Source: an optimization exercise on an open RTL-to-GDS flow (aim: small area, a short achievable clock period and few clock cycles per item). Production flows keep margins and buffers that such runs may drop.

before:
## keyhash
module keyhash (
    input  wire        clk,
    input  wire        rst_n,
    input  wire        req_valid,
    output wire        req_ready,
    input  wire [7:0]  req_ns,
    input  wire [7:0]  req_len,      
    input  wire        key_valid,
    output wire        key_ready,
    input  wire [31:0] key_data,
    output reg         res_valid,
    output wire [63:0] res_hash,
    output wire [15:0] res_fp
);
clock: 15.0 ns
lec_check: 0
abc_clock_period_in_ps: 4500
cap_margin: 20
core_margin: 2
core_utilization: 40
cts_cluster_diameter: 100
cts_cluster_size: 20
place_density: 0.6
slew_margin: 20
standard.sh (not shown) runs the stock make flow with config.mk's settings and CLKGATE_MAP_FILE= SYNTH_SCRIPT=/design/flow/synth_recipe.tcl, a recipe that flattens the netlist after the stock synthesis.
==> flow/flow/run.sh <==
#!/bin/bash
# The standard layout with three changes in how it is made (the SDC is unchanged):
#  - timing repair aims at a 5 ns period (SETUP_SLACK_MARGIN=10),
#  - the port buffers are buf_1 cells,
#  - after the standard synthesis, fix_inv.py removes inverter pairs that Yosys's
#    full-adder extraction leaves around full adders (registers are not touched).
# Each step's full output goes to a log file of its own in this folder.
set -euo pipefail
ARGS=(SETUP_SLACK_MARGIN=10.5 "BUFFER_PORTS_ARGS=-buffer_cell sky130_fd_sc_hd__buf_1")
RES=orfs/results/sky130hd/keyhash/base
bash standard.sh "${ARGS[@]}" synth > standard_synth.log 2>&1
cp "$RES/1_2_yosys.v" 1_2_yosys.standard.v
python3 flow/fix_inv.py 1_2_yosys.standard.v 1_2_yosys.fixed.v > fix_inv.log 2>&1
cp 1_2_yosys.fixed.v "$RES/1_2_yosys.v"
rm -f "$RES/1_synth.odb" "$RES/1_synth.sdc"
bash standard.sh "${ARGS[@]}" finish > standard_finish.log 2>&1
Other scripts of this flow, unchanged in this note and not shown: flow/flow/fix_inv.py
For after, these inputs were changed with respect to before:
--- a/flow/design.v
+++ b/flow/design.v
@@ -20,25 +20,25 @@
     reg [1:0]   st;           
     reg         rl;           
     reg         ok;           
     reg [5:0]   kc;           
     reg         ld;           
     reg         act;          
     reg         first;        
     reg         last;         
     reg         go;           
     reg [3:0]   wph;          
     reg [3:0]   bph;          
     reg [31:0]  a, b, c, d, e, f, g, h;
-    reg [31:0]  p;            
+    reg [31:0]  px, pa;       
     reg [31:0]  kreg;         
     reg [31:0]  W [0:15];     
     reg [31:0]  R  [0:3];     
     reg [31:0]  RE [0:3];     
     reg         fvalid;
     reg [7:0]   fns;
     reg [7:0]   fml;          
     reg [1:0]   fnb;          
     reg [5:0]   fg;           
     reg [5:0]   fkw;          
     reg         kwl;          
     reg         kn;           
@@ -84,72 +84,69 @@
     reg kr, rr;                           
     assign req_ready = rr;
     assign key_ready = kr;
     wire req_hs = req_valid && rr;
     wire key_hs = key_valid && key_ready;
     assign res_hash = {R[3], R[2]};
     assign res_fp   = R[1][31:16];
     function [31:0] rotr(input [31:0] x, input integer n);
         rotr = (x >> n) | (x << (32 - n));
     endfunction
     reg  [31:0] S1;
     wire [31:0] S0 = rotr(a, 2) ^ rotr(a, 13) ^ rotr(a, 22);
-    reg  [31:0] CH;
     wire [31:0] MJ = (a & b) ^ (a & c) ^ (b & c);
-    wire [31:0] t_s  = p ^ S1 ^ CH;
-    wire [31:0] t_c  = ((p & S1) | (p & CH) | (S1 & CH)) << 1;
+    wire [31:0] t_s  = px ^ S1;
+    wire [31:0] t_c  = (pa | (px & S1)) << 1;
     wire [31:0] x_s  = t_s ^ t_c ^ d;
     wire [31:0] x_c  = ((t_s & t_c) | (t_s & d) | (t_c & d)) << 1;
     wire [31:0] e_n  = x_s + x_c;
     wire [31:0] u_s  = t_s ^ t_c ^ MJ;
     wire [31:0] u_c  = ((t_s & t_c) | (t_s & MJ) | (t_c & MJ)) << 1;
     wire [31:0] v_s  = u_s ^ u_c ^ S0;
     wire [31:0] v_c  = ((u_s & u_c) | (u_s & S0) | (u_c & S0)) << 1;
-    wire [16:0] an_lo = {1'b0, v_s[15:0]} + {1'b0, v_c[15:0]};
-    wire [15:0] an_h0 = v_s[31:16] + v_c[31:16];
-    wire [15:0] an_h1 = v_s[31:16] + v_c[31:16] + 16'd1;
-    wire [31:0] a_n  = {an_lo[16] ? an_h1 : an_h0, an_lo[15:0]};
+    wire [31:0] a_n  = v_s + v_c;
     wire [31:0] w14 = W[14], w1 = W[1];
     wire [31:0] ss1 = rotr(w14, 17) ^ rotr(w14, 19) ^ (w14 >> 10);
     wire [31:0] ss0 = rotr(w1, 7) ^ rotr(w1, 18) ^ (w1 >> 3);
     wire [31:0] wn  = ss1 + W[9] + ss0 + W[0];
     wire [31:0] w_in = rot ? W[0] : (feed ? msg : wn);
     wire [31:0] p_n = g + kreg + W[15];
     reg [31:0] iva, ive;
     always @(*) begin
         case (st)
             2'd0: begin iva = IV3; ive = IV7; end
             2'd1: begin iva = IV2; ive = IV6; end
             2'd2: begin iva = IV1; ive = IV5; end
             default: begin iva = IV0; ive = IV4; end
         endcase
     end
     wire        ivsel = first && !rl;
     wire        ivld  = rl ? first : nk;
     wire [31:0] ra = (ivsel ? iva : R[0]) + (rl ? 32'd0 : d);
     wire [31:0] re = (ivsel ? ive : RE[0]) + (rl ? 32'd0 : h);
     wire [31:0] e_nx = run ? e_n : (ivld ? ive : re);
+    wire [31:0] ch_nx = (e_nx & e) ^ (~e_nx & f);     
     integer i;
     always @(posedge clk) begin
         for (i = 0; i < 15; i = i + 1)
             W[i] <= W[i+1];
         W[15] <= w_in;
-        p <= p_n;
         if (run)
             a <= a_n;
         else
             a <= ivld ? iva : ra;
         e  <= e_nx;
         S1 <= rotr(e_nx, 6) ^ rotr(e_nx, 11) ^ rotr(e_nx, 25);
-        CH <= (e_nx & e) ^ (~e_nx & f);
+        px <= p_n ^ ch_nx;
+        pa <= p_n & ch_nx;
         b <= a; c <= b; d <= c;
         f <= e; g <= f; h <= g;
         R[0] <= R[1];   R[1] <= R[2];   R[2] <= R[3];
         RE[0] <= RE[1]; RE[1] <= RE[2]; RE[2] <= RE[3];
         R[3]  <= stepping ? ra : R[0];
         RE[3] <= stepping ? re : RE[0];
         if (key_hs)
             ir <= key_data;
         if (consume)
             carry <= ir[7:0];
         if (req_hs) begin
             fns <= req_ns;
Notes after the runs:
Diff before -> after: aggregate global-route resource usage has remained practically unchanged; multi-input gate share of total cell area held; mean post-synth cell area went down; via count of the first global-routing pass went down.
Compared with before, in after relative area change from synthesis to final layout grew by 2.4 points; worst setup skew after layout held steady.
No run of this note included a check of the RTL's function; only the layout flow was run.

-- what the ideal ports hide --
In the flow no input, the clock included, has a driving cell. The finished layouts below were timed again as built, in two steps.
Step 1 sets driving cells, clkbuf_16 on the clock port and buf_2 on the other inputs (assumed; they add their load-dependent delay and slew).
Step 2 times the ports against the registers' clock, not the clock port: input delays grow and output delays shrink by t, the midpoint of the rising clock arrivals with the driver on.
Three values: no drivers, after step 1, after step 2; two values: the first two.
run | t, ns | setup WS [ns] | hold WS [ns] | pins driven straight from the clock port
before | 0.753 | 10.425 / 10.425 / 10.029 | 0.311 / 0.311 / 0.311 | 1
after | 0.770 | 10.465 / 10.465 / 9.905 | 0.300 / 0.300 / 0.300 | 1
After both steps setup and hold are still met in every run listed. The setup slack of after, which loses most, moves by 0.000 ns with the drivers and by -0.560 ns with both steps.
